This is an optimization exercise on Yosys and OpenROAD, whose aim is small area, a short achievable clock period and few clock cycles per item, not a production implementation. Only simulation tests tie the RTL to the original design; equivalence was not proved.

==> flow/design.v <==
module ghash_acc (
    input  wire         clk,
    input  wire         rst,         
    input  wire         in_valid,
    output wire         in_ready,
    input  wire         in_first,
    input  wire         in_last,
    input  wire [127:0] in_h,
    input  wire [127:0] in_x,
    output wire         out_valid,
    input  wire         out_ready,
    output wire [127:0] out_tag
);
    reg         rdy;         
    reg         xv;          
    reg         x_last;      
    reg         sv;          
    reg         s_last;      
    reg         ov;          
    reg [127:0] x_r;         
    reg [127:0] h_s;         
    reg [254:0] tq;          
    reg [127:0] st;          
    reg [127:0] tag;         
    wire [127:0] hc, xc;
    genvar gi;
    generate for (gi = 0; gi < 128; gi = gi + 1) begin : g_bits
        assign hc[gi] = in_h[127 - gi];
        assign xc[gi] = in_x[127 - gi];
        assign out_tag[127 - gi] = tag[gi];
    end endgenerate
    wire tag_ok = ~ov | out_ready;
    wire c_mul  = sv & ~s_last & xv;         
    wire [254:0] tq_n;
    assign tq_n[0] = h_s[1] ^ h_s[6] ^ h_s[7] ^ h_s[8] ^ h_s[122];
    assign tq_n[1] = h_s[2] ^ h_s[7] ^ h_s[8] ^ h_s[9] ^ h_s[123];
    assign tq_n[2] = h_s[3] ^ h_s[8] ^ h_s[9] ^ h_s[10] ^ h_s[124];
    assign tq_n[3] = h_s[4] ^ h_s[9] ^ h_s[10] ^ h_s[11] ^ h_s[125];
    assign tq_n[4] = h_s[5] ^ h_s[10] ^ h_s[11] ^ h_s[12] ^ h_s[126];
    assign tq_n[5] = h_s[6] ^ h_s[11] ^ h_s[12] ^ h_s[13] ^ h_s[127];
    assign tq_n[6] = h_s[7] ^ h_s[12] ^ h_s[13] ^ h_s[14];
    assign tq_n[7] = h_s[8] ^ h_s[13] ^ h_s[14] ^ h_s[15];
    assign tq_n[8] = h_s[9] ^ h_s[14] ^ h_s[15] ^ h_s[16];
    assign tq_n[9] = h_s[10] ^ h_s[15] ^ h_s[16] ^ h_s[17];
    assign tq_n[10] = h_s[11] ^ h_s[16] ^ h_s[17] ^ h_s[18];
    assign tq_n[11] = h_s[12] ^ h_s[17] ^ h_s[18] ^ h_s[19];
    assign tq_n[12] = h_s[13] ^ h_s[18] ^ h_s[19] ^ h_s[20];
    assign tq_n[13] = h_s[14] ^ h_s[19] ^ h_s[20] ^ h_s[21];
    assign tq_n[14] = h_s[15] ^ h_s[20] ^ h_s[21] ^ h_s[22];
    assign tq_n[15] = h_s[16] ^ h_s[21] ^ h_s[22] ^ h_s[23];
    assign tq_n[16] = h_s[17] ^ h_s[22] ^ h_s[23] ^ h_s[24];
    assign tq_n[17] = h_s[18] ^ h_s[23] ^ h_s[24] ^ h_s[25];
    assign tq_n[18] = h_s[19] ^ h_s[24] ^ h_s[25] ^ h_s[26];
    assign tq_n[19] = h_s[20] ^ h_s[25] ^ h_s[26] ^ h_s[27];
    assign tq_n[20] = h_s[21] ^ h_s[26] ^ h_s[27] ^ h_s[28];
    assign tq_n[21] = h_s[22] ^ h_s[27] ^ h_s[28] ^ h_s[29];
    assign tq_n[22] = h_s[23] ^ h_s[28] ^ h_s[29] ^ h_s[30];
    assign tq_n[23] = h_s[24] ^ h_s[29] ^ h_s[30] ^ h_s[31];
    assign tq_n[24] = h_s[25] ^ h_s[30] ^ h_s[31] ^ h_s[32];
    assign tq_n[25] = h_s[26] ^ h_s[31] ^ h_s[32] ^ h_s[33];
    assign tq_n[26] = h_s[27] ^ h_s[32] ^ h_s[33] ^ h_s[34];
    assign tq_n[27] = h_s[28] ^ h_s[33] ^ h_s[34] ^ h_s[35];
    assign tq_n[28] = h_s[29] ^ h_s[34] ^ h_s[35] ^ h_s[36];
    assign tq_n[29] = h_s[30] ^ h_s[35] ^ h_s[36] ^ h_s[37];
    assign tq_n[30] = h_s[31] ^ h_s[36] ^ h_s[37] ^ h_s[38];
    assign tq_n[31] = h_s[32] ^ h_s[37] ^ h_s[38] ^ h_s[39];
    assign tq_n[32] = h_s[33] ^ h_s[38] ^ h_s[39] ^ h_s[40];
    assign tq_n[33] = h_s[34] ^ h_s[39] ^ h_s[40] ^ h_s[41];
    assign tq_n[34] = h_s[35] ^ h_s[40] ^ h_s[41] ^ h_s[42];
    assign tq_n[35] = h_s[36] ^ h_s[41] ^ h_s[42] ^ h_s[43];
    assign tq_n[36] = h_s[37] ^ h_s[42] ^ h_s[43] ^ h_s[44];
    assign tq_n[37] = h_s[38] ^ h_s[43] ^ h_s[44] ^ h_s[45];
    assign tq_n[38] = h_s[39] ^ h_s[44] ^ h_s[45] ^ h_s[46];
    assign tq_n[39] = h_s[40] ^ h_s[45] ^ h_s[46] ^ h_s[47];
    assign tq_n[40] = h_s[41] ^ h_s[46] ^ h_s[47] ^ h_s[48];
    assign tq_n[41] = h_s[42] ^ h_s[47] ^ h_s[48] ^ h_s[49];
    assign tq_n[42] = h_s[43] ^ h_s[48] ^ h_s[49] ^ h_s[50];
    assign tq_n[43] = h_s[44] ^ h_s[49] ^ h_s[50] ^ h_s[51];
    assign tq_n[44] = h_s[45] ^ h_s[50] ^ h_s[51] ^ h_s[52];
    assign tq_n[45] = h_s[46] ^ h_s[51] ^ h_s[52] ^ h_s[53];
    assign tq_n[46] = h_s[47] ^ h_s[52] ^ h_s[53] ^ h_s[54];
    assign tq_n[47] = h_s[48] ^ h_s[53] ^ h_s[54] ^ h_s[55];
    assign tq_n[48] = h_s[49] ^ h_s[54] ^ h_s[55] ^ h_s[56];
    assign tq_n[49] = h_s[50] ^ h_s[55] ^ h_s[56] ^ h_s[57];
    assign tq_n[50] = h_s[51] ^ h_s[56] ^ h_s[57] ^ h_s[58];
    assign tq_n[51] = h_s[52] ^ h_s[57] ^ h_s[58] ^ h_s[59];
    assign tq_n[52] = h_s[53] ^ h_s[58] ^ h_s[59] ^ h_s[60];
    assign tq_n[53] = h_s[54] ^ h_s[59] ^ h_s[60] ^ h_s[61];
    assign tq_n[54] = h_s[55] ^ h_s[60] ^ h_s[61] ^ h_s[62];
    assign tq_n[55] = h_s[56] ^ h_s[61] ^ h_s[62] ^ h_s[63];
    assign tq_n[56] = h_s[57] ^ h_s[62] ^ h_s[63] ^ h_s[64];
    assign tq_n[57] = h_s[58] ^ h_s[63] ^ h_s[64] ^ h_s[65];
    assign tq_n[58] = h_s[59] ^ h_s[64] ^ h_s[65] ^ h_s[66];
    assign tq_n[59] = h_s[60] ^ h_s[65] ^ h_s[66] ^ h_s[67];
    assign tq_n[60] = h_s[61] ^ h_s[66] ^ h_s[67] ^ h_s[68];
    assign tq_n[61] = h_s[62] ^ h_s[67] ^ h_s[68] ^ h_s[69];
    assign tq_n[62] = h_s[63] ^ h_s[68] ^ h_s[69] ^ h_s[70];
    assign tq_n[63] = h_s[64] ^ h_s[69] ^ h_s[70] ^ h_s[71];
    assign tq_n[64] = h_s[65] ^ h_s[70] ^ h_s[71] ^ h_s[72];
    assign tq_n[65] = h_s[66] ^ h_s[71] ^ h_s[72] ^ h_s[73];
    assign tq_n[66] = h_s[67] ^ h_s[72] ^ h_s[73] ^ h_s[74];
    assign tq_n[67] = h_s[68] ^ h_s[73] ^ h_s[74] ^ h_s[75];
    assign tq_n[68] = h_s[69] ^ h_s[74] ^ h_s[75] ^ h_s[76];
    assign tq_n[69] = h_s[70] ^ h_s[75] ^ h_s[76] ^ h_s[77];
    assign tq_n[70] = h_s[71] ^ h_s[76] ^ h_s[77] ^ h_s[78];
    assign tq_n[71] = h_s[72] ^ h_s[77] ^ h_s[78] ^ h_s[79];
    assign tq_n[72] = h_s[73] ^ h_s[78] ^ h_s[79] ^ h_s[80];
    assign tq_n[73] = h_s[74] ^ h_s[79] ^ h_s[80] ^ h_s[81];
    assign tq_n[74] = h_s[75] ^ h_s[80] ^ h_s[81] ^ h_s[82];
    assign tq_n[75] = h_s[76] ^ h_s[81] ^ h_s[82] ^ h_s[83];
    assign tq_n[76] = h_s[77] ^ h_s[82] ^ h_s[83] ^ h_s[84];
    assign tq_n[77] = h_s[78] ^ h_s[83] ^ h_s[84] ^ h_s[85];
    assign tq_n[78] = h_s[79] ^ h_s[84] ^ h_s[85] ^ h_s[86];
    assign tq_n[79] = h_s[80] ^ h_s[85] ^ h_s[86] ^ h_s[87];
    assign tq_n[80] = h_s[81] ^ h_s[86] ^ h_s[87] ^ h_s[88];
    assign tq_n[81] = h_s[82] ^ h_s[87] ^ h_s[88] ^ h_s[89];
    assign tq_n[82] = h_s[83] ^ h_s[88] ^ h_s[89] ^ h_s[90];
    assign tq_n[83] = h_s[84] ^ h_s[89] ^ h_s[90] ^ h_s[91];
    assign tq_n[84] = h_s[85] ^ h_s[90] ^ h_s[91] ^ h_s[92];
    assign tq_n[85] = h_s[86] ^ h_s[91] ^ h_s[92] ^ h_s[93];
    assign tq_n[86] = h_s[87] ^ h_s[92] ^ h_s[93] ^ h_s[94];
    assign tq_n[87] = h_s[88] ^ h_s[93] ^ h_s[94] ^ h_s[95];
    assign tq_n[88] = h_s[89] ^ h_s[94] ^ h_s[95] ^ h_s[96];
    assign tq_n[89] = h_s[90] ^ h_s[95] ^ h_s[96] ^ h_s[97];
    assign tq_n[90] = h_s[91] ^ h_s[96] ^ h_s[97] ^ h_s[98];
    assign tq_n[91] = h_s[92] ^ h_s[97] ^ h_s[98] ^ h_s[99];
    assign tq_n[92] = h_s[93] ^ h_s[98] ^ h_s[99] ^ h_s[100];
    assign tq_n[93] = h_s[94] ^ h_s[99] ^ h_s[100] ^ h_s[101];
    assign tq_n[94] = h_s[95] ^ h_s[100] ^ h_s[101] ^ h_s[102];
    assign tq_n[95] = h_s[96] ^ h_s[101] ^ h_s[102] ^ h_s[103];
    assign tq_n[96] = h_s[97] ^ h_s[102] ^ h_s[103] ^ h_s[104];
    assign tq_n[97] = h_s[98] ^ h_s[103] ^ h_s[104] ^ h_s[105];
    assign tq_n[98] = h_s[99] ^ h_s[104] ^ h_s[105] ^ h_s[106];
    assign tq_n[99] = h_s[100] ^ h_s[105] ^ h_s[106] ^ h_s[107];
    assign tq_n[100] = h_s[101] ^ h_s[106] ^ h_s[107] ^ h_s[108];
    assign tq_n[101] = h_s[102] ^ h_s[107] ^ h_s[108] ^ h_s[109];
    assign tq_n[102] = h_s[103] ^ h_s[108] ^ h_s[109] ^ h_s[110];
    assign tq_n[103] = h_s[104] ^ h_s[109] ^ h_s[110] ^ h_s[111];
    assign tq_n[104] = h_s[105] ^ h_s[110] ^ h_s[111] ^ h_s[112];
    assign tq_n[105] = h_s[106] ^ h_s[111] ^ h_s[112] ^ h_s[113];
    assign tq_n[106] = h_s[107] ^ h_s[112] ^ h_s[113] ^ h_s[114];
    assign tq_n[107] = h_s[108] ^ h_s[113] ^ h_s[114] ^ h_s[115];
    assign tq_n[108] = h_s[109] ^ h_s[114] ^ h_s[115] ^ h_s[116];
    assign tq_n[109] = h_s[110] ^ h_s[115] ^ h_s[116] ^ h_s[117];
    assign tq_n[110] = h_s[111] ^ h_s[116] ^ h_s[117] ^ h_s[118];
    assign tq_n[111] = h_s[112] ^ h_s[117] ^ h_s[118] ^ h_s[119];
    assign tq_n[112] = h_s[113] ^ h_s[118] ^ h_s[119] ^ h_s[120];
    assign tq_n[113] = h_s[114] ^ h_s[119] ^ h_s[120] ^ h_s[121];
    assign tq_n[114] = h_s[115] ^ h_s[120] ^ h_s[121] ^ h_s[122];
    assign tq_n[115] = h_s[116] ^ h_s[121] ^ h_s[122] ^ h_s[123];
    assign tq_n[116] = h_s[117] ^ h_s[122] ^ h_s[123] ^ h_s[124];
    assign tq_n[117] = h_s[118] ^ h_s[123] ^ h_s[124] ^ h_s[125];
    assign tq_n[118] = h_s[119] ^ h_s[124] ^ h_s[125] ^ h_s[126];
    assign tq_n[119] = h_s[120] ^ h_s[125] ^ h_s[126] ^ h_s[127];
    assign tq_n[120] = h_s[0] ^ h_s[121] ^ h_s[126] ^ h_s[127];
    assign tq_n[121] = h_s[1] ^ h_s[122] ^ h_s[127];
    assign tq_n[122] = h_s[2] ^ h_s[123];
    assign tq_n[123] = h_s[3] ^ h_s[124];
    assign tq_n[124] = h_s[4] ^ h_s[125];
    assign tq_n[125] = h_s[5] ^ h_s[126];
    assign tq_n[126] = h_s[6] ^ h_s[127];
    assign tq_n[127] = h_s[7];
    assign tq_n[128] = h_s[8];
    assign tq_n[129] = h_s[9];
    assign tq_n[130] = h_s[10];
    assign tq_n[131] = h_s[11];
    assign tq_n[132] = h_s[12];
    assign tq_n[133] = h_s[13];
    assign tq_n[134] = h_s[14];
    assign tq_n[135] = h_s[15];
    assign tq_n[136] = h_s[16];
    assign tq_n[137] = h_s[17];
    assign tq_n[138] = h_s[18];
    assign tq_n[139] = h_s[19];
    assign tq_n[140] = h_s[20];
    assign tq_n[141] = h_s[21];
    assign tq_n[142] = h_s[22];
    assign tq_n[143] = h_s[23];
    assign tq_n[144] = h_s[24];
    assign tq_n[145] = h_s[25];
    assign tq_n[146] = h_s[26];
    assign tq_n[147] = h_s[27];
    assign tq_n[148] = h_s[28];
    assign tq_n[149] = h_s[29];
    assign tq_n[150] = h_s[30];
    assign tq_n[151] = h_s[31];
    assign tq_n[152] = h_s[32];
    assign tq_n[153] = h_s[33];
    assign tq_n[154] = h_s[34];
    assign tq_n[155] = h_s[35];
    assign tq_n[156] = h_s[36];
    assign tq_n[157] = h_s[37];
    assign tq_n[158] = h_s[38];
    assign tq_n[159] = h_s[39];
    assign tq_n[160] = h_s[40];
    assign tq_n[161] = h_s[41];
    assign tq_n[162] = h_s[42];
    assign tq_n[163] = h_s[43];
    assign tq_n[164] = h_s[44];
    assign tq_n[165] = h_s[45];
    assign tq_n[166] = h_s[46];
    assign tq_n[167] = h_s[47];
    assign tq_n[168] = h_s[48];
    assign tq_n[169] = h_s[49];
    assign tq_n[170] = h_s[50];
    assign tq_n[171] = h_s[51];
    assign tq_n[172] = h_s[52];
    assign tq_n[173] = h_s[53];
    assign tq_n[174] = h_s[54];
    assign tq_n[175] = h_s[55];
    assign tq_n[176] = h_s[56];
    assign tq_n[177] = h_s[57];
    assign tq_n[178] = h_s[58];
    assign tq_n[179] = h_s[59];
    assign tq_n[180] = h_s[60];
    assign tq_n[181] = h_s[61];
    assign tq_n[182] = h_s[62];
    assign tq_n[183] = h_s[63];
    assign tq_n[184] = h_s[64];
    assign tq_n[185] = h_s[65];
    assign tq_n[186] = h_s[66];
    assign tq_n[187] = h_s[67];
    assign tq_n[188] = h_s[68];
    assign tq_n[189] = h_s[69];
    assign tq_n[190] = h_s[70];
    assign tq_n[191] = h_s[71];
    assign tq_n[192] = h_s[72];
    assign tq_n[193] = h_s[73];
    assign tq_n[194] = h_s[74];
    assign tq_n[195] = h_s[75];
    assign tq_n[196] = h_s[76];
    assign tq_n[197] = h_s[77];
    assign tq_n[198] = h_s[78];
    assign tq_n[199] = h_s[79];
    assign tq_n[200] = h_s[80];
    assign tq_n[201] = h_s[81];
    assign tq_n[202] = h_s[82];
    assign tq_n[203] = h_s[83];
    assign tq_n[204] = h_s[84];
    assign tq_n[205] = h_s[85];
    assign tq_n[206] = h_s[86];
    assign tq_n[207] = h_s[87];
    assign tq_n[208] = h_s[88];
    assign tq_n[209] = h_s[89];
    assign tq_n[210] = h_s[90];
    assign tq_n[211] = h_s[91];
    assign tq_n[212] = h_s[92];
    assign tq_n[213] = h_s[93];
    assign tq_n[214] = h_s[94];
    assign tq_n[215] = h_s[95];
    assign tq_n[216] = h_s[96];
    assign tq_n[217] = h_s[97];
    assign tq_n[218] = h_s[98];
    assign tq_n[219] = h_s[99];
    assign tq_n[220] = h_s[100];
    assign tq_n[221] = h_s[101];
    assign tq_n[222] = h_s[102];
    assign tq_n[223] = h_s[103];
    assign tq_n[224] = h_s[104];
    assign tq_n[225] = h_s[105];
    assign tq_n[226] = h_s[106];
    assign tq_n[227] = h_s[107];
    assign tq_n[228] = h_s[108];
    assign tq_n[229] = h_s[109];
    assign tq_n[230] = h_s[110];
    assign tq_n[231] = h_s[111];
    assign tq_n[232] = h_s[112];
    assign tq_n[233] = h_s[113];
    assign tq_n[234] = h_s[114];
    assign tq_n[235] = h_s[115];
    assign tq_n[236] = h_s[116];
    assign tq_n[237] = h_s[117];
    assign tq_n[238] = h_s[118];
    assign tq_n[239] = h_s[119];
    assign tq_n[240] = h_s[120];
    assign tq_n[241] = h_s[121];
    assign tq_n[242] = h_s[122];
    assign tq_n[243] = h_s[123];
    assign tq_n[244] = h_s[124];
    assign tq_n[245] = h_s[125];
    assign tq_n[246] = h_s[126];
    assign tq_n[247] = h_s[127];
    assign tq_n[248] = h_s[0];
    assign tq_n[249] = h_s[1];
    assign tq_n[250] = h_s[2];
    assign tq_n[251] = h_s[3];
    assign tq_n[252] = h_s[4];
    assign tq_n[253] = h_s[5];
    assign tq_n[254] = h_s[6];
    wire [127:0] a = st;
    wire [127:0] xi = c_mul ? x_r : 128'h0;    
    wire [127:0] o;          
    ghash_tmvp #(.N(128)) u_mul (.t(tq), .v(a), .x({7'h0, xi[127:7]}), .o(o));
    wire [127:0] c;          
    assign c[127:7] = o[120:0];
    assign c[0] = o[121] ^ xi[0];
    assign c[1] = o[121] ^ o[122] ^ (a[0] & (tq[248])) ^ xi[1];
    assign c[2] = o[121] ^ o[122] ^ o[123] ^ (a[0] & (tq[248] ^ tq[249])) ^ (a[1] & (tq[248])) ^ xi[2];
    assign c[3] = o[122] ^ o[123] ^ o[124] ^ (a[0] & (tq[249] ^ tq[250])) ^ (a[1] & (tq[248] ^ tq[249])) ^ (a[2] & (tq[248])) ^ xi[3];
    assign c[4] = o[123] ^ o[124] ^ o[125] ^ (a[0] & (tq[250] ^ tq[251])) ^ (a[1] & (tq[249] ^ tq[250])) ^ (a[2] & (tq[248] ^ tq[249])) ^ (a[3] & (tq[248])) ^ xi[4];
    assign c[5] = o[124] ^ o[125] ^ o[126] ^ (a[0] & (tq[251] ^ tq[252])) ^ (a[1] & (tq[250] ^ tq[251])) ^ (a[2] & (tq[249] ^ tq[250])) ^ (a[3] & (tq[248] ^ tq[249])) ^ (a[4] & (tq[248])) ^ xi[5];
    assign c[6] = o[125] ^ o[126] ^ o[127] ^ (a[0] & (tq[252] ^ tq[253])) ^ (a[1] & (tq[251] ^ tq[252])) ^ (a[2] & (tq[250] ^ tq[251])) ^ (a[3] & (tq[249] ^ tq[250])) ^ (a[4] & (tq[248] ^ tq[249])) ^ (a[5] & (tq[248])) ^ xi[6];
    wire c_tag  = sv & s_last & tag_ok;      
    wire c_load = ~sv & xv;                  
    wire fold   = c_mul | ((c_tag | c_load) & xv);    
    wire ld_h   = (c_tag | c_load) & xv;     
    wire keep   = ~(c_mul | c_tag | c_load);
    wire acc    = in_valid & rdy & ~rst;
    wire xv_n   = acc | (xv & ~fold);
    wire sv_n   = c_mul | ld_h | (sv & keep);
    wire sl_n   = fold ? x_last : s_last;
    wire ov_n   = c_tag | (ov & ~out_ready);
    wire [127:0] st_q = (keep ? st : 128'h0) ^ (fold ? x_r : 128'h0);
    assign in_ready  = rdy;
    assign out_valid = ov;
    always @(posedge clk) begin
        if (rdy)
            x_r <= xc;
        if (acc) begin
            x_last <= in_last;
            if (in_first)
                h_s <= hc;
        end
        if (ld_h)
            tq <= tq_n;
        st <= c_mul ? c : st_q;
        if (c_tag)
            tag <= c;
        if (rst) begin
            rdy    <= 1'b1;
            xv     <= 1'b0;
            sv     <= 1'b0;
            s_last <= 1'b0;
            ov     <= 1'b0;
        end else begin
            rdy    <= ~(xv_n & sv_n & sl_n & ov_n);
            xv     <= xv_n;
            sv     <= sv_n;
            s_last <= sl_n;
            ov     <= ov_n;
        end
    end
endmodule
module ghash_tmvp #(parameter integer N = 128) (
    input  wire [2*N-2:0] t,
    input  wire [N-1:0]   v,
    input  wire [N-1:0]   x,
    output wire [N-1:0]   o
);
    generate if (N <= 8) begin : g_base
        genvar i;
        for (i = 0; i < N; i = i + 1) begin : g_row
            wire [N-1:0] row;
            genvar j;
            for (j = 0; j < N; j = j + 1) begin : g_col
                assign row[j] = t[i - j + N - 1] & v[j];
            end
            assign o[i] = (^row) ^ x[i];
        end
    end else begin : g_split
        localparam integer H = N / 2;
        wire [3*H-2:0] s = t[3*H-2:0] ^ t[4*H-2:H];
        wire [H-1:0] p0, p1, p2;
        ghash_tmvp #(.N(H)) u0 (.t(t[3*H-2:H]), .v(v[H-1:0] ^ v[N-1:H]), .x({H{1'b0}}), .o(p0));
        ghash_tmvp #(.N(H)) u1 (.t(s[2*H-2:0]),  .v(v[N-1:H]),           .x({H{1'b0}}), .o(p1));
        ghash_tmvp #(.N(H)) u2 (.t(s[3*H-2:H]),  .v(v[H-1:0]),           .x({H{1'b0}}), .o(p2));
        assign o = {p0 ^ (p2 ^ x[N-1:H]), p0 ^ (p1 ^ x[H-1:0])};
    end endgenerate
endmodule
==> flow/run.sh <==
#!/bin/bash
# synth_recipe.tcl (not shown) runs the flow's synth.tcl, then flattens the netlist and writes it again
# the make line also repeats each setting of config.mk as NAME=value (left out here)
make -C /OpenROAD-flow-scripts/flow DESIGN_CONFIG=/design/flow/config.mk WORK_HOME=/design/flow/orfs CLKGATE_MAP_FILE= SYNTH_SCRIPT=/design/flow/synth_recipe.tcl finish
==> flow/config.mk <==
export PLATFORM = sky130hd
export DESIGN_NAME = ghash_acc
export DESIGN_NICKNAME = ghash_acc
export VERILOG_FILES = /design/flow/design.v
export SDC_FILE = /design/flow/constraint.sdc
export NUM_CORES = 4
export LEC_CHECK = 0
export CAP_MARGIN = 20
export CORE_MARGIN = 2
export CORE_UTILIZATION = 65
export PLACE_DENSITY = 0.75
export SETUP_SLACK_MARGIN = 5
export SLEW_MARGIN = 20
==> flow/constraint.sdc <==
create_clock -name core_clock -period 10.0 [get_ports {clk}]
set_input_delay 2.0000 -clock core_clock [delete_from_list [all_inputs] [get_ports {clk}]]
set_output_delay 2.0000 -clock core_clock [all_outputs]
set_load 0.01 [all_outputs]
==> summary.md, run 1 <==
| Metric | Value |
|---|---|
| Outcome | `stopped before the end` |
| Fail Step | `5_1_grt` |
| Tool error | `[ERROR GRT-0116] Global routing finished with congestion. Check the congestion regions in the DRC Viewer.` |
| H-tree depth | `3` |
| Async SR Flop Fraction | `0%` |
| Synth top area share | `a little under half` |
| Total CTS buffers | `81` |
| Library cells used by synthesis | `34` |
| Post-synth EDFFs | `640` |
| Die width | `435 um` |
| Initial Util | `around two thirds` |
| Register area share after synthesis | `between 15 and 20%` |
| Synth Warn # | `1` |
| Hpwl dp | `516,000 um` |
| Die Height | `approximately 430 um` |
| Top FF cell, synth | `edfxtp_1` |
| Pin count of the biggest net entering global routing | `between 150 and 200` |
| Syn nets | `around 15,000` |
| Avg Synthesized Cell Area | `~8 um^2` |
| Mapped Area | `0.121 mm^2` |
| Synthesized flop and latch total | `773` |
| Hold_buf cts | `0` |
| Post-Syn Instances | `15,000` |
| GRT Util Overall | `between 70% and 80%` |
| Vias in the first global route | `125,000` |
| GPL Wtd Cong | `1.24` |
| IO Port Bufs | `391` |
| Longest Clk Path Bufs | `3` |
| Row cnt | `~160` |
| Total congestion overflow | `between 50 and 60` |
| Synth top area cells | `xnor2_1 46%, edfxtp_1 16%, nor2_1 12%` |
| CTS Root Cell | `clkbuf_16` |
| # IOs | `between 300 and 400` |
| Post-synth top area cell | `xnor2_1` |
| First-pass GRT wire length | `between 1,000,000 and 1,500,000 um` |
| Clock sink count | `between 700 and 800` |
==> metal layers <==
metal / GRT usage, % / overflow
met5: 29.3 / 0
met4: 74.8 / 24
met3: 58.9 / 4
met2: 91.5 / 30
met1: 75.7 / 0
==> per-stage QoR <==
stage | utilization (%) | setup slack (ns) | area, um^2 | hold slack [ns] | cells
floorplan | - | 4.87 | 121000 | 0.447 | 15000
global placement | 71.2 | 3.00 | 132000 | 0.450 | 18100
detailed placement | 71.3 | 3.69 | 132000 | 0.464 | 18100
CTS | 76.4 | 4.90 | 141000 | 0.482 | 18500
==> cell usage after synthesis, types with 19 or more instances <==
master    count
a21o_1       35
a22o_1       32
a22oi_1      99
buf_2       151
buf_4        26
clkbuf_1    277
dfxtp_1     133
edfxtp_1    640
nand2_1    1644
nand2b_1     93
nor2_1     3747
nor2b_1      45
xnor2_1    6326
xnor2_2     174
xnor2_4      67
xnor3_1      59
xor2_1     1369
xor2_2       19
==> worst max-delay path by stage <==
| stage | endpoint | slack (ns) |
|---|---|---|
| after floorplan | st[100]$_DFF_P_ | 4.87 |
| after global placement | st[5]$_DFF_P_ | 3.00 |
| after detailed placement | tag[111]$_DFFE_PP_ | 3.69 |
| after CTS | st[30]$_DFF_P_ | 4.90 |
==> logic make-up after synthesis <==
logic type | after synthesis | synth area share (%)
muxes | 3 | 0.0280
DFF | 773 | 18.1
xor gates and xnor gates | 8029 | 61.4
AOI/OAI and AO/OA | 182 | 1.14
buffers and inverters | 482 | 1.75
and+or+nand+nor | 5535 | 17.5
==> repair_timing <==
action                     in CTS
setup endpoints to repair     256
gates resized for setup       568
setup buffers                 196
pin swaps                      90
cloned                          0
Testbench counts, summed over its fixed seeds: cycles 1,239, blocks 1,201.
==> inputs of run 2 (changes only) <==
==> flow/config.mk (replaced) <==
export PLATFORM = sky130hd
export DESIGN_NAME = ghash_acc
export DESIGN_NICKNAME = ghash_acc
export VERILOG_FILES = /design/flow/design.v
export SDC_FILE = /design/flow/constraint.sdc
export NUM_CORES = 4
export LEC_CHECK = 0
export CAP_MARGIN = 30
export CORE_MARGIN = 2
export CORE_UTILIZATION = 55
export PLACE_DENSITY = 0.7
export SETUP_SLACK_MARGIN = 5
export SLEW_MARGIN = 40
==> run 2 against run 1 <==
Net effect:
- now clean on timing, DRC and antenna
- synthesized area unchanged
- synthesized cell count unchanged
==> summary.md, run 2 <==
| Metric | Value |
|---|---|
| Outcome | `complete, no violations (was stopped before the end)` |
| Worst skew pair latency | `roughly 0.84 ns` |
| Die width | `472 um (was 435 um)` |
| Max-cap violations | `0` |
| Synth Warn # | `1 (unchanged)` |
| Vias in the first global route | `109,000` |
| Vias per inst | `6.40` |
| Hold Path Class | `reg -> reg` |
| # DRC | `0` |
| Avg Synthesized Cell Area | `8.04 um^2 (unchanged)` |
| H-tree depth | `3 (unchanged)` |
| Row cnt | `171 (was 158)` |
| FF+latch area | `approximately 0.022 mm^2` |
| Antenna violations before repair | `38` |
| Dpl ws | `3.74 ns (was 3.69 ns)` |
| First-pass GRT wire length | `roughly 960,000 um` |
| Relative slew slack | `14.8%` |
| Worst path cell trace | `clkbuf_8 -> xnor2_2 -> buf_4 -> xnor2_2 -> buf_4 -> xnor2_4 -> buf_4 -> nor2_1 -> xor2_1 -> xnor2_1 -> xnor2_1 -> xnor2_2 -> xnor2_2 -> xnor2_4 -> xnor2_4 -> xnor3_1 -> nand2_1 -> nand2_1` |
| Final Non-Filler Cells | `19,300` |
| F_max | `~0.18 GHz` |
| Most frequent cells after synthesis | `6,326 x xnor2_1, 3,747 x nor2_1, 1,644 x nand2_1 (unchanged)` |
| Design Area, Final | `around 0.15 mm^2` |
| Inst Count DP | `18,600 (was 18,100)` |
| Library cells used by synthesis | `34 (unchanged)` |
| Layout fillers | `16,800` |
| DR pass1 iterations | `10` |
| Hold Fails Final Rpt | `0` |
| Count leader, synth | `xnor2_1 (unchanged)` |
| Startpoint Class | `flip-flop` |
| Register area share after synthesis | `18.1% (unchanged)` |
| Largest register FFs | `~260` |
| Multi-input combinational cell area | `between 0.1 and 0.15 mm^2` |
| Slew Viols, Final | `0` |
| Critical path buffer and inverter count | `4` |
| PnR worst setup slack | `approximately 4.5 ns` |
| Crit path kind | `reg -> reg` |
| Post-synth top area cell | `xnor2_1 (unchanged)` |
| Worst slew pin tran | `1.27 ns` |
| Core footprint | `about 0.22 mm^2` |
| Highest-count cells in the layout ignoring fill and taps | `5,498 x xnor2_1, 3,746 x nor2_1, 1,641 x nand2_1` |
| RSZ-0062 raised after global routing | `yes` |
| Area delta synth->final | `26.5%` |
| Synth top area share | `45.9% (unchanged)` |
| Data arrival time of the critical path | `between 6 and 7 ns` |
| Synthesized flop and latch total | `773 (unchanged)` |
| Post-route antenna net violation count | `0` |
| Initial DRC count | `between 20,000 and 25,000` |
| Async SR Flop Fraction | `0% (unchanged)` |
| Pin count of the biggest net entering global routing | `between 150 and 200` |
| Worst Path Max Fanout | `13` |
| DR WL/cell | `roughly 38 um` |
| Syn nets | `15,300 (unchanged)` |
| # IOs | `392 (unchanged)` |
| Largest stage delay on the critical path | `~0.58 ns` |
| Crit path max-delay family | `XOR/XNOR gates` |
| WP data required | `about 11 ns` |
| Fin util | `about 70%` |
| Final setup violation count | `0` |
| Most frequent CP cell | `xnor2_2` |
| Min Tclk post-route | `5.46 ns` |
| Tcrit/Tclk final | `between 50% and 60%` |
| Critical path endpoint category | `flip-flop` |
| Top FF cell, synth | `edfxtp_1 (unchanged)` |
| Total CTS buffers | `89 (was 81)` |
| Most flop-heavy register | `tq` |
| Clock Pin Slew Worst Setup and Hold Paths | `0.06 ns` |
| CTS Root Cell | `clkbuf_16 (unchanged)` |
| GRT Util Overall | `between 60% and 70%` |
| Post-DP Area | `0.136 mm^2 (was 0.132 mm^2)` |
| Share of post-route cells with drive strength above 1 | `between 10% and 20%` |
| Longest Clk Path Bufs | `3 (unchanged)` |
| Final-stage net count | `16,600` |
| Worst path slowest cell | `xnor3_1` |
| Synth top area cells | `xnor2_1 46%, edfxtp_1 16%, nor2_1 12% (unchanged)` |
| Clock sink count | `773 (unchanged)` |
| CTS tree | `done` |
| Setup TNS | `0 ns` |
| DR vias | `123,000` |
| Initial Util | `55.4% (was 65.2%)` |
| GPL Wtd Cong | `1.19 (was 1.24)` |
| Mapped Area | `0.121 mm^2 (unchanged)` |
| Setup Skew | `roughly 0.079 ns` |
| Routed wire length | `approximately 730,000 um` |
| Commonest non-fill, non-tap cell in the layout | `xnor2_1` |
| Die Area | `approximately 0.22 mm^2` |
| Total congestion overflow | `0` |
| IO Port Bufs | `391 (unchanged)` |
| Post-synth EDFFs | `640 (unchanged)` |
| Post-Syn Instances | `15,000 (unchanged)` |
| Die Height | `472 um (was 435 um)` |
| Hpwl dp | `565,000 um (was 516,000 um)` |
| Final hold slack | `0.508 ns` |
## run 2: cell counts after synthesis
No cell type changed its count.
## run 2: cells by family after synthesis
group | count (synthesis) | share of synthesized area, %
muxes | 3 | 0.0280
buffers and inverters | 482 | 1.75
DFF | 773 | 18.1
and+or+nand+nor | 5535 | 17.5
xor gates and xnor gates | 8029 | 61.4
AOI/OAI and AO/OA | 182 | 1.14
## run 2: metal layers
metal | GRT usage (%) | vias up | routed length [um]
li1 | - | 48400 | -
met4 | 59.5 | 58 | 95600
met3 | 38.9 | 4358 | 139000
met5 | 8.67 | - | 3840
met1 | 68.6 | 57400 | 229000
met2 | 80.6 | 13000 | 266000
## run 2: repair_timing
action | CTS | global route
endpoints found under the setup margin | 256 | 219
setup buffers | 228 | 228
hold buffers | 0 | 0
gates cloned | 1 | 0
pin swaps | 117 | 130
endpoints found under the hold margin | 0 | 0
resized for setup | 605 | 402
## run 2: path summary, 6_finish.rpt
kind	start	end	slack [ns]	cells after the start
max reg2reg	st[57]$_DFF_P_	st[92]$_DFF_P_	4.54	18
min reg2reg	st[20]$_DFF_P_	st[20]$_DFF_P_	0.51	2
max	st[57]$_DFF_P_	st[92]$_DFF_P_	4.54	18
min	st[20]$_DFF_P_	st[20]$_DFF_P_	0.51	2
## run 2: layout make-up
class	instances	area share, %
tap	2854	2.34
multi-input combinational	13800	70.9
clock buffer	114	1.60
antenna	28	0.0459
sequential	773	14.4
clock inverter	48	0.393
timing repair buffer	1678	10.3
inverter	13	0.0344
## run 2: tightest hold or removal path, cell delays in order, from the launching register on
cell	delay (ns)
dfxtp_1	0.35
a22oi_1	0.07
nand2_1	0.06
==> inputs of run 3 (changes only) <==
--- a/flow/config.mk
+++ b/flow/config.mk
@@ -8,6 +8,6 @@
 export CAP_MARGIN = 30
 export CORE_MARGIN = 2
 export CORE_UTILIZATION = 55
-export PLACE_DENSITY = 0.7
+export PLACE_DENSITY = 0.8
 export SETUP_SLACK_MARGIN = 5
 export SLEW_MARGIN = 40
==> run 3 against run 2 <==
Net effect:
- the flow now stops in 5_1_grt
- synthesized cell count unchanged
- synthesized area unchanged
==> summary.md, run 3 <==
| Metric | Value |
|---|---|
| Avg Synthesized Cell Area | `8.04 um^2 (unchanged)` |
| # IOs | `392 (unchanged)` |
| Die Height | `472 um (unchanged)` |
| Clock sink count | `773 (unchanged)` |
| Top FF cell, synth | `edfxtp_1 (unchanged)` |
| Worst_ep kind | `register input` |
| Register area share after synthesis | `18.1% (unchanged)` |
| Post-synth EDFFs | `640 (unchanged)` |
| Post-Syn Instances | `15,000 (unchanged)` |
| Mux cell area share after synthesis | `0.0280% (unchanged)` |
| Main combinational cell family by area after synthesis | `XOR/XNOR gates (unchanged)` |
| Synth Warn # | `1 (unchanged)` |
| Worst endpoint after global-route timing repair | `st[26]$_DFF_P_/D` |
| Mapped Area | `0.121 mm^2 (unchanged)` |
| Async SR Flop Fraction | `0% (unchanged)` |
| Row cnt | `171 (unchanged)` |
| Tool error | `[ERROR GRT-0232] Routing congestion too high. Check the congestion heatmap in the GUI.` |
| Total CTS buffers | `86 (was 89)` |
| Pin count of the biggest net entering global routing | `128` |
| Fail Step | `5_1_grt` |
| Die width | `472 um (unchanged)` |
| XOR/XNOR Fraction of Synth Area | `61.4% (unchanged)` |
| GRT Util Overall | `69.8%` |
| Post-Synth Simple-Gate Area | `17.5% (unchanged)` |
| Total congestion overflow | `29` |
| Hpwl dp | `576,000 um (was 565,000 um)` |
| Initial Util | `55.4% (unchanged)` |
| Hold_buf cts | `0 (unchanged)` |
| Post-synth top area cell | `xnor2_1 (unchanged)` |
| Library cells used by synthesis | `34 (unchanged)` |
| Adder-cell area share of the yosys netlist | `0% (unchanged)` |
| Syn nets | `15,300 (unchanged)` |
| H-tree depth | `3 (unchanged)` |
| CTS Root Cell | `clkbuf_16 (unchanged)` |
| Outcome | `stopped before the end (was complete, no violations)` |
| Synth top area cells | `xnor2_1 46%, edfxtp_1 16%, nor2_1 12% (unchanged)` |
| GPL Wtd Cong | `1.20 (was 1.19)` |
| Synth top area share | `45.9% (unchanged)` |
| Most frequent cells after synthesis | `6,326 x xnor2_1, 3,747 x nor2_1, 1,644 x nand2_1 (unchanged)` |
| Count leader, synth | `xnor2_1 (unchanged)` |
| Compound-gate portion of the synthesized area | `1.14% (unchanged)` |
| Longest Clk Path Bufs | `3 (unchanged)` |
| Synthesized flop and latch total | `773 (unchanged)` |
| IO Port Bufs | `391 (unchanged)` |
-- run 3: metrics by stage --
step                      instances  hold WS, ns  instance area [um^2]  util, %  setup WS, ns
after floorplan               15000        0.447                121000        -          4.87
after global placement        18600        0.473                133000     61.2          3.32
after detailed placement      18600        0.471                136000     62.3          3.88
after CTS                     18900        0.489                145000     66.5          4.82
-- run 3: worst max path at each step --
| stage | start | to | depth (start not counted) |
|---|---|---|---|
| 4_1_cts | tq[137]$_DFFE_PP_ | st[2]$_DFF_P_ | 16 |
| 3_3_place_gp | st[87]$_DFF_P_ | st[6]$_DFF_P_ | 15 |
| 3_5_place_dp | st[71]$_DFF_P_ | st[6]$_DFF_P_ | 15 |
| 2_1_floorplan | out_ready | st[100]$_DFF_P_ | 8 |
-- run 3: layer usage --
layer | GRT usage [%] | GRT overflow
met1 | 72.9 | 1
met2 | 86.5 | 16
met3 | 51.2 | 0
met4 | 66.9 | 12
met5 | 19.2 | 0
-- run 3: kinds of logic after synthesis --
| group | after synthesis |
|---|---|
| XOR/XNOR | 8029 |
| flip-flops | 773 |
| multiplexers | 3 |
| AND/OR/NAND/NOR | 5535 |
| buffers and inverters | 482 |
| AO/OA/AOI/OAI | 182 |
-- run 3: what timing repair did --
action	4_1_cts
endpoints found under the setup margin	256
gates resized for setup	521
pin swaps	85
setup buffers	181
endpoints found under the hold margin	0
cloned	0
==> inputs of run 4 (changes only) <==
--- a/flow/config.mk
+++ b/flow/config.mk
@@ -7,7 +7,7 @@
 export LEC_CHECK = 0
 export CAP_MARGIN = 30
 export CORE_MARGIN = 2
-export CORE_UTILIZATION = 55
-export PLACE_DENSITY = 0.8
+export CORE_UTILIZATION = 45
+export PLACE_DENSITY = 0.65
 export SETUP_SLACK_MARGIN = 5
 export SLEW_MARGIN = 40
==> run 4 against run 3 <==
Net effect:
- the run now finishes clean
- synthesized cell count stayed put
- synthesized area is the same
==> summary.md, run 4 <==
| Metric | Value |
|---|---|
| DR WL/cell | `37.9 um` |
| Synth top area cells | `xnor2_1 46%, edfxtp_1 16%, nor2_1 12% (unchanged)` |
| Hold Fails Final Rpt | `0` |
| Clock Pin Slew Worst Setup and Hold Paths | `~0.10 ns` |
| Design Area, Final | `approximately 0.15 mm^2` |
| Tcrit/Tclk final | `54.8%` |
| Setup Skew | `approximately 0.096 ns` |
| CTS Root Cell | `clkbuf_16 (unchanged)` |
| GPL Wtd Cong | `1.15 (was 1.20)` |
| Library cells used by synthesis | `34 (unchanged)` |
| Synthesized flop and latch total | `773 (unchanged)` |
| Post-route antenna net violation count | `0` |
| Worst slew pin tran | `around 1.2 ns` |
| First-pass GRT wire length | `between 900,000 and 1,000,000 um` |
| Async SR Flop Fraction | `0% (unchanged)` |
| Critical path endpoint category | `flip-flop` |
| Antenna violations before repair | `42` |
| Final setup violation count | `0` |
| Clock sink count | `773 (unchanged)` |
| Outcome | `complete, no violations (was stopped before the end)` |
| Hold_buf cts | `0 (unchanged)` |
| Post-synth EDFFs | `640 (unchanged)` |
| Data arrival time of the critical path | `6.03 ns` |
| Highest-count cells in the layout ignoring fill and taps | `5,442 x xnor2_1, 3,746 x nor2_1, 1,642 x nand2_1` |
| Slew Viols, Final | `0` |
| # DRC | `0` |
| Die Height | `522 um (was 472 um)` |
| Post-DP Area | `0.138 mm^2 (was 0.136 mm^2)` |
| GRT Util Overall | `between 50% and 60%` |
| # IOs | `392 (unchanged)` |
| Area delta synth->final | `27.0%` |
| Most frequent cells after synthesis | `6,326 x xnor2_1, 3,747 x nor2_1, 1,644 x nand2_1 (unchanged)` |
| Final Non-Filler Cells | `just under 20,000` |
| Min Tclk post-route | `5.48 ns` |
| Mapped Area | `0.121 mm^2 (unchanged)` |
| H-tree depth | `3 (unchanged)` |
| Top FF cell, synth | `edfxtp_1 (unchanged)` |
| Crit path max-delay family | `XOR/XNOR gates` |
| Startpoint Class | `flip-flop` |
| Post-Syn Instances | `15,000 (unchanged)` |
| Max-cap violations | `0` |
| Register area share after synthesis | `18.1% (unchanged)` |
| Inst Count DP | `19,300 (was 18,600)` |
| IO Port Bufs | `391 (unchanged)` |
| Core footprint | `0.267 mm^2` |
| Syn nets | `15,300 (unchanged)` |
| Count leader, synth | `xnor2_1 (unchanged)` |
| Largest stage delay on the critical path | `roughly 0.74 ns` |
| Vias in the first global route | `approximately 110k` |
| Worst Path Max Fanout | `8` |
| CTS tree | `done` |
| Total congestion overflow | `0` |
| Most frequent CP cell | `xnor2_1` |
| Post-synth top area cell | `xnor2_1 (unchanged)` |
| Pin count of the biggest net entering global routing | `roughly 140` |
| Dpl ws | `3.56 ns (was 3.88 ns)` |
| Row cnt | `190 (was 171)` |
| Share of post-route cells with drive strength above 1 | `17.0%` |
| Routed wire length | `754,000 um` |
| Largest register FFs | `255` |
| Relative slew slack | `22.4%` |
| Worst path slowest cell | `xnor2_1` |
| Avg Synthesized Cell Area | `8.04 um^2 (unchanged)` |
| RSZ-0062 raised after global routing | `yes` |
| PnR worst setup slack | `4.52 ns` |
| Setup TNS | `0 ns` |
| WP data required | `approximately 11 ns` |
| Hpwl dp | `608,000 um (was 576,000 um)` |
| Synth Warn # | `1 (unchanged)` |
| Final hold slack | `between 0.5 and 0.6 ns` |
| Initial Util | `45.1% (was 55.4%)` |
| F_max | `between 0.15 and 0.2 GHz` |
| Die width | `522 um (was 472 um)` |
| DR vias | `~120k` |
| Crit path kind | `reg -> reg` |
| Worst skew pair latency | `between 0.8 and 0.9 ns` |
| Commonest non-fill, non-tap cell in the layout | `xnor2_1` |
| Most flop-heavy register | `tq` |
| Hold Path Class | `reg -> reg` |
| Final-stage net count | `approximately 16,000` |
| Synth top area share | `45.9% (unchanged)` |
| Longest Clk Path Bufs | `3 (unchanged)` |
| Total CTS buffers | `85 (was 86)` |
| Worst path cell trace | `buf_12 -> xnor2_2 -> buf_4 -> xnor2_1 -> xor2_1 -> nor2_1 -> xnor2_1 -> xnor2_1 -> xnor2_1 -> xnor2_1 -> xnor2_1 -> xnor2_2 -> xnor2_4 -> xnor2_1 -> nand2_1 -> nand2_1` |
| DR pass1 iterations | `8` |
| Critical path buffer and inverter count | `2` |
| Initial DRC count | `~19,000` |
| Die Area | `0.272 mm^2` |
| Vias per inst | `~5.9` |
[run 4: cell counts after synthesis]
No cell type changed its count.
[run 4: worst paths after layout]
kind                      from               to  depth (start not counted)  slack [ns]
min            st[122]$_DFF_P_  st[122]$_DFF_P_                          2        0.51
max reg2reg  tq[138]$_DFFE_PP_  st[116]$_DFF_P_                         16        4.52
max          tq[138]$_DFFE_PP_  st[116]$_DFF_P_                         16        4.52
min reg2reg    st[122]$_DFF_P_  st[122]$_DFF_P_                          2        0.51
[run 4: layout make-up]
cell class / count / area (um^2)
fillers: 24600 / 114000
clock inverters: 54 / 616
multi-input cells: 13700 / 109000
repair buffers: 1609 / 15100
clock buffers: 102 / 2230
diodes: 24 / 60.1
well taps: 3552 / 4440
flip-flops and latches: 773 / 22000
inverters: 13 / 52.6
[run 4: logic make-up (layout without fill, tap and decap cells)]
logic type / after synthesis / count (layout) / share of synthesized area [%]
AO/OA/AOI/OAI: 182 / 182 / 1.14
XOR/XNOR: 8029 / 8029 / 61.4
buffers and inverters: 482 / 1778 / 1.75
flip-flops: 773 / 773 / 18.1
multiplexers: 3 / 3 / 0.0280
other: 0 / 24 / 0
AND/OR/NAND/NOR: 5535 / 5535 / 17.5
[run 4: what timing repair did]
action / CTS / global route
buffers inserted: 241 / 143
pin swaps: 98 / 99
gates resized for setup: 676 / 405
setup endpoints to repair: 256 / 227
[run 4: worst min-delay path: stages, from the launching register on]
cell and delay [ns]:
dfxtp_1 0.37, a22oi_2 0.06, nand2_1 0.05
[run 4: layer usage]
metal / part of all wire [%] / up-vias / GRT usage, % / wire length (um)
met1: 36 / 56100 / 64.6 / 268000
met3: 14 / 2589 / 21.5 / 108000
met5: 0.051 / - / 0.544 / 383
li1: - / 48300 / - / -
met4: 11 / 18 / 48.4 / 85400
met2: 39 / 9463 / 72.6 / 292000
[run 4: per-stage QoR]
stage          util [%]
3_5_place_dp       51.6
3_3_place_gp       50.3
5_1_grt            57.3
6_report           57.3
4_1_cts            55.5
2_1_floorplan         -
==> inputs of run 5 (changes only) <==
--- a/flow/config.mk
+++ b/flow/config.mk
@@ -5,9 +5,9 @@
 export SDC_FILE = /design/flow/constraint.sdc
 export NUM_CORES = 4
 export LEC_CHECK = 0
-export CAP_MARGIN = 30
+export CAP_MARGIN = 25
 export CORE_MARGIN = 2
 export CORE_UTILIZATION = 45
 export PLACE_DENSITY = 0.65
 export SETUP_SLACK_MARGIN = 5
-export SLEW_MARGIN = 40
+export SLEW_MARGIN = 30
==> run 5 against run 4 <==
Net effect:
- highest routed layer unchanged
- die area did not move
- maximum frequency grew 3.2%
==> summary.md, run 5 <==
| Metric | Value |
|---|---|
| GPL Wtd Cong | `1.15 (unchanged)` |
| Worst skew pair latency | `0.79 ns (was 0.82 ns)` |
| RSZ-0062 raised after global routing | `yes (unchanged)` |
| Hpwl dp | `607,000 um (was 608,000 um)` |
| Most flop-heavy register | `tq (unchanged)` |
| Tcrit/Tclk final | `53.1% (was 54.8%)` |
| Die width | `522 um (unchanged)` |
| Setup TNS | `0 ns (unchanged)` |
| Core footprint | `0.267 mm^2 (unchanged)` |
| Setup Skew | `0.0715 ns (was 0.0960 ns)` |
| Crit path kind | `reg -> reg (unchanged)` |
| Max-cap violations | `0 (unchanged)` |
| Routed wire length | `754,000 um (about the same)` |
| Layout fillers | `24,400 (was 24,600)` |
| Largest stage delay on the critical path | `0.51 ns (was 0.74 ns)` |
| Data arrival time of the critical path | `5.94 ns (was 6.03 ns)` |
| Largest register FFs | `255 (unchanged)` |
| # IOs | `392 (unchanged)` |
| Syn nets | `15,300 (unchanged)` |
| CP Depth | `18 (was 16)` |
| GRT Util Overall | `53.7% (was 53.6%)` |
| Final-stage net count | `16,600 (was 16,500)` |
| Pin count of the biggest net entering global routing | `137 (unchanged)` |
| Most frequent cells after synthesis | `6,326 x xnor2_1, 3,747 x nor2_1, 1,644 x nand2_1 (unchanged)` |
| Total congestion overflow | `0 (unchanged)` |
| Total CTS buffers | `85 (unchanged)` |
| Avg Synthesized Cell Area | `8.04 um^2 (unchanged)` |
| Async SR Flop Fraction | `0% (unchanged)` |
| CTS tree | `done (unchanged)` |
| Synth top area share | `45.9% (unchanged)` |
| DR vias | `116,000 (about the same)` |
| Worst path cell trace | `buf_6 -> xnor2_4 -> buf_12 -> xnor2_4 -> buf_4 -> buf_4 -> xnor2_4 -> nand2_1 -> xnor3_1 -> xnor3_2 -> xnor2_1 -> xnor3_1 -> xnor3_1 -> xnor3_2 -> xnor2_2 -> xnor2_2 -> a21o_1 -> a221o_1 (was buf_12 -> xnor2_2 -> buf_4 -> xnor2_1 -> xor2_1 -> nor2_1 -> xnor2_1 -> xnor2_1 -> xnor2_1 -> xnor2_1 -> xnor2_1 -> xnor2_2 -> xnor2_4 -> xnor2_1 -> nand2_1 -> nand2_1)` |
| Worst r2r path cells | `18 (was 16)` |
| # DRC | `0 (unchanged)` |
| Hold Fails Final Rpt | `0 (unchanged)` |
| Critical path endpoint category | `flip-flop (unchanged)` |
| Hold path cells | `0 (was 2)` |
| Highest-count cells in the layout ignoring fill and taps | `5,487 x xnor2_1, 3,746 x nor2_1, 1,641 x nand2_1 (was 5,442 x xnor2_1, 3,746 x nor2_1, 1,642 x nand2_1)` |
| WP data required | `10.63 ns (was 10.55 ns)` |
| Post-synth top area cell | `xnor2_1 (unchanged)` |
| Slew Viols, Final | `0 (unchanged)` |
| CTS Root Cell | `clkbuf_16 (unchanged)` |
| Vias per inst | `5.83 (was 5.86)` |
| Antenna violations before repair | `38 (was 42)` |
| Min Tclk post-route | `5.31 ns (was 5.48 ns)` |
| H-tree depth | `3 (unchanged)` |
| Post-Syn Instances | `15,000 (unchanged)` |
| Hold Path Class | `reg -> reg (unchanged)` |
| Mapped Area | `0.121 mm^2 (unchanged)` |
| Post-route antenna net violation count | `0 (unchanged)` |
| Startpoint Class | `flip-flop (unchanged)` |
| Row cnt | `190 (unchanged)` |
| Hold_buf cts | `0 (unchanged)` |
| Post-synth EDFFs | `640 (unchanged)` |
| IO Port Bufs | `391 (unchanged)` |
| Worst slew pin tran | `1.19 ns (was 1.16 ns)` |
| DR WL/cell | `37.8 um (was 37.9 um)` |
| Synth top area cells | `xnor2_1 46%, edfxtp_1 16%, nor2_1 12% (unchanged)` |
| Initial Util | `45.1% (unchanged)` |
| R2R Setup Slk | `4.69 ns (was 4.52 ns)` |
| Count leader, synth | `xnor2_1 (unchanged)` |
| Final hold slack | `0.518 ns (was 0.508 ns)` |
| Critical path buffer and inverter count | `4 (was 2)` |
| Register area share after synthesis | `18.1% (unchanged)` |
| Synthesized flop and latch total | `773 (unchanged)` |
| Vias in the first global route | `105,000 (was 106,000)` |
| DR pass1 iterations | `8 (unchanged)` |
| Final setup violation count | `0 (unchanged)` |
| Top FF cell, synth | `edfxtp_1 (unchanged)` |
| Library cells used by synthesis | `34 (unchanged)` |
| Initial DRC count | `18,400 (was 18,600)` |
| Die Height | `522 um (unchanged)` |
| Commonest non-fill, non-tap cell in the layout | `xnor2_1 (unchanged)` |
| Relative slew slack | `20.1% (was 22.4%)` |
| First-pass GRT wire length | `984,000 um (was 983,000 um)` |
| F_max | `0.188 GHz (was 0.182 GHz)` |
| Longest Clk Path Bufs | `3 (unchanged)` |
| Clock sink count | `773 (unchanged)` |
| Clock Pin Slew Worst Setup and Hold Paths | `0.06 ns (was 0.10 ns)` |
| Worst path slowest cell | `xnor3_2 (was xnor2_1)` |
| Worst Path Max Fanout | `15 (was 8)` |
| Crit path max-delay family | `XOR/XNOR gates (unchanged)` |
| Synth Warn # | `1 (unchanged)` |
| Outcome | `complete, no violations (unchanged)` |
| Share of post-route cells with drive strength above 1 | `17.0% (about the same)` |
| Die Area | `0.272 mm^2 (unchanged)` |
| Area delta synth->final | `27.2% (was 27.0%)` |
[run 5: logic make-up (layout without fill, tap and decap cells)]
logic type	count (synthesis)	count (layout)	share of synthesized area [%]
xor+xnor	8029	8029	61.4
simple gates	5535	5535	17.5
flops	773	773	18.1
buf+inv	482	1837	1.75
compound gates	182	182	1.14
mux	3	3	0.0280
other cells	0	26	0
[run 5: path summary, 6_finish.rpt]
path | start | end
worst max register to register | tq[130]$_DFFE_PP_ | st[2]$_DFF_P_
worst min register to register | h_s[4]$_DFFE_PP_ | tq[252]$_DFFE_PP_
worst max-delay path | tq[130]$_DFFE_PP_ | st[2]$_DFF_P_
worst min-delay path | h_s[4]$_DFFE_PP_ | tq[252]$_DFFE_PP_
[run 5: layout make-up]
cell class                      instances  area (um^2)  share of cell area, %
Antenna cell                           26         65.1                 0.0424
Clock buffer                          108         2300                   1.50
Clock inverter                         50          492                  0.320
Inverter                               13         52.6                 0.0343
Multi-Input combinational cell      13700       108000                   70.6
Sequential cell                       773        22000                   14.3
Tap cell                             3552         4440                   2.90
Timing Repair Buffer                 1666        15800                   10.3
[run 5: per-stage QoR]
stage                     area (um^2)  utilization, %  cells  setup WS, ns
final                          153000            57.4  19900          4.69
after global routing           153000            57.4  19900          4.71
after CTS                      148000            55.5  19700          4.81
after detailed placement       136000            50.7  19300          3.47
after global placement         134000            50.3  19300          2.48
after floorplan                121000               -  15000          4.87
[run 5: per-layer routing]
layer | track usage, % | part of all wire, % | vias to the layer above
met5 | 0.0176 | 0.045 | -
met4 | 47.7 | 11 | 24
met3 | 20.5 | 14 | 2516
met2 | 73.1 | 39 | 9440
met1 | 65.3 | 35 | 56000
li1 | - | - | 48400
[run 5: worst register-to-register path: stages, from the launching register on]
cell and delay (ns):
edfxtp_1 0.35, buf_6 0.38, xnor2_4 0.15, buf_12 0.16, xnor2_4 0.50, buf_4 0.22
buf_4 0.12, xnor2_4 0.20, nand2_1 0.12, xnor3_1 0.40, xnor3_2 0.49, xnor2_1 0.21
xnor3_1 0.31, xnor3_1 0.23, xnor3_2 0.51, xnor2_2 0.26, xnor2_2 0.13, a21o_1 0.19
a221o_1 0.29
[run 5: what timing repair did]
action                                  CTS  global route
gates resized for setup                 943           400
pin swaps                               113           104
buffers inserted                        264           187
endpoints found under the setup margin  256           224

-- what the ideal ports hide --
Ports are ideal in the flow. The routed layouts listed here were re-timed in OpenROAD.
Step 1 sets driving cells, clkbuf_16 on the clock port and buf_2 on the other inputs (assumed; they add their load-dependent delay and slew).
Step 2 times the ports against the registers' clock, not the clock port: input delays grow and output delays shrink by t, the midpoint of the rising clock arrivals with the driver on.
Three values: ideal ports, drivers, drivers and shift; two values: the first two.
run | shift t [ns] | slack for setup (ns) | hold WS [ns] | pins driven straight from the clock port
run 2 | 0.895 | 4.536 / 4.536 / 4.312 | 0.508 / 0.508 / 0.508 | 1
run 4 | 0.858 | 4.520 / 4.520 / 4.054 | 0.507 / 0.507 / 0.507 | 1
run 5 | 0.843 | 4.687 / 4.687 / 4.067 | 0.518 / 0.518 / 0.518 | 1
After both steps every run listed still meets setup and hold. For run 5, which loses most, drivers alone change the setup slack by 0.000 ns; drivers and shift together by -0.620 ns.
